This is an optimization exercise on Yosys and OpenROAD, whose aim is small area, a short achievable clock period and few clock cycles per item, not a production implementation.
In this exercise RTL edits were held to simulation tests only and were not proved equivalent to the original.

== job 101 ==
==> flow/design.v (excerpt) <==
module sha256_engine (
    input  wire         clk,
    input  wire         rst,
    input  wire         in_valid,
    output wire         in_ready,
    input  wire         in_first,
    input  wire [511:0] in_block,
    output reg          out_valid,
    output wire [255:0] out_digest
);
    localparam [31:0] IV0 = 32'h6a09e667, IV1 = 32'hbb67ae85,
                      IV2 = 32'h3c6ef372, IV3 = 32'ha54ff53a,
                      IV4 = 32'h510e527f, IV5 = 32'h9b05688c,
                      IV6 = 32'h1f83d9ab, IV7 = 32'h5be0cd19;
    reg         busy;        
    reg         pend;        
    reg         nf;          
    reg         cur_first;   
    reg  [5:0]  t;           
    reg         is62, is63;
    reg  [31:0] r [1:16];    
    reg  [31:0] a, b, c, d, e, f, g, h;
    reg  [31:0] hr [0:7];    
    reg  [31:0] pa, pe;      
    reg  [31:0] kw;          
    assign in_ready   = is62;
    assign out_digest = {hr[3], hr[2], hr[1], hr[0], hr[7], hr[6], hr[5], hr[4]};
    function [31:0] rotr;
        input [31:0] x;
        input integer n;
        rotr = (x >> n) | (x << (32 - n));
    endfunction
    function [31:0] ksadd;
        input [31:0] x, y;
        reg [31:0] gg, pp, g2, p2;
        integer l, j;
        begin
            gg = x & y;
            pp = x ^ y;
            for (l = 1; l < 32; l = l * 2) begin
                g2 = gg; p2 = pp;
                for (j = l; j < 32; j = j + 1) begin
                    g2[j] = gg[j] | (pp[j] & gg[j-l]);
                    p2[j] = pp[j] & pp[j-l];
                end
                gg = g2; pp = p2;
            end
            ksadd = (x ^ y) ^ {gg[30:0], 1'b0};
        end
    endfunction
    function [31:0] bkadd;
        input [31:0] x, y;
        reg [31:0] gg, pp;
        integer l, j;
        begin
            gg = x & y;
            pp = x ^ y;
            for (l = 1; l < 32; l = l * 2)
  ...
For scale: roughly 6,000 cells after synthesis, about 1,100 flip-flops, roughly 58,000 sq um of cells after synthesis.
export LEC_CHECK = 0
export CAP_MARGIN = 20
export CORE_MARGIN = 2
export CORE_UTILIZATION = 70
export CTS_CLUSTER_DIAMETER = 80
export CTS_CLUSTER_SIZE = 25
export SLEW_MARGIN = 20
create_clock -name core_clock -period 10.0 [get_ports {clk}]
standard.sh (not shown) runs the stock make flow with config.mk's settings and CLKGATE_MAP_FILE= SYNTH_SCRIPT=/design/flow/synth_recipe.tcl, a recipe that flattens the netlist after the stock synthesis.
==> flow/flow/run.sh <==
#!/bin/bash
# Layout flow: the standard ORFS flow, with smaller port buffers and a
# tighter setup target for timing repair. Each make run logs to its own file.
set -euo pipefail
bash standard.sh synth > make_synth.log 2>&1
bash standard.sh \
    BUFFER_PORTS_ARGS="-buffer_cell sky130_fd_sc_hd__buf_1" \
    SETUP_SLACK_MARGIN=5 \
    finish > make_finish.log 2>&1
Testbench counts of job 101, summed over its fixed seeds: cycles 50,384, blocks 787.
diff inputs: job 101 => job 102
- CORE_UTILIZATION now 65, was 70
-- flow/flow/run.sh --
<<< job 101, line 8
    SETUP_SLACK_MARGIN=5 \
>>> job 102, line 8
    SETUP_SLACK_MARGIN=5.4 \
- Compared with job 101, in job 102 clock-pin slew reported for the worst setup and hold paths after clock tree synthesis level; first-pass GRT wire length moved down.
- Diff job 101..job 102 | total congestion overflow after global routing | unchanged
Edits applied to the flow inputs when going from job 102 to job 103:
- a deleted CTS_CLUSTER_DIAMETER that had been 80
- a change of CTS_CLUSTER_SIZE from 25 to 40
- an added CTS_BUF_LIST of sky130_fd_sc_hd__clkbuf_8
-- flow/flow/run.sh --
<<< job 102, line 8
    SETUP_SLACK_MARGIN=5.4 \
>>> job 103, line 8
    SETUP_SLACK_MARGIN=5 \
[summary]
Endpoint of the most critical setup path: r[16][28] -> job 103, r[16][31] -> job 102. Relative to job 102, job 103 degrades starting DRC count in detailed routing. The higher final worst slack came out of job 102. Going from job 102 to job 103, critical path depth has decreased. [compare] base=job 102 new=job 103: compound-gate portion of the synthesized area neither gained nor lost much, post-layout instance count excluding filler cells picked up an extra about 1.8%.
--- input diff job 103..job 104 ---
- CTS_CLUSTER_SIZE now 25, was 40
- CTS_CLUSTER_DIAMETER now 80, previously not set
- CTS_BUF_LIST no longer set, was sky130_fd_sc_hd__clkbuf_8
## What came out
[job 104 vs job 103] data arrival at the endpoint of the critical path: lower in job 104. Changes observed in job 104 relative to job 103: floorplan die width flat, share of the clock period used by the worst path after layout has decreased, non-clock buffer total of the final layout went up by 19.

static timing again, ports no longer ideal:
Ports are ideal in the flow. The routed layouts listed here were re-timed in OpenROAD.
Step 1 (the two cells are an assumption about what drives the block):
set clk [get_ports {clk}]
set_driving_cell -lib_cell sky130_fd_sc_hd__clkbuf_16 $clk
set_driving_cell -lib_cell sky130_fd_sc_hd__buf_2 [delete_from_list [all_inputs] $clk]
Step 2 also shifts input and output timing later by t, the mid clock arrival at the registers, as if the neighbouring blocks saw the same clock.
Three values: ideal ports, drivers, drivers and shift; two values: the first two.
run	t, ns	setup slack, ns	worst register clock-pin slew, ns
job 101	0.755	4.795 / 4.795 / 4.795	0.11 / 0.11
job 102	0.815	4.991 / 4.991 / 4.991	0.11 / 0.11
job 103	0.964	4.948 / 4.948 / 4.870	0.08 / 0.08
job 104	0.799	4.963 / 4.963 / 4.963	0.11 / 0.11
After both steps every run listed still meets setup and hold. For job 103, which loses most, drivers alone change the setup slack by 0.000 ns; drivers and shift together by -0.078 ns.
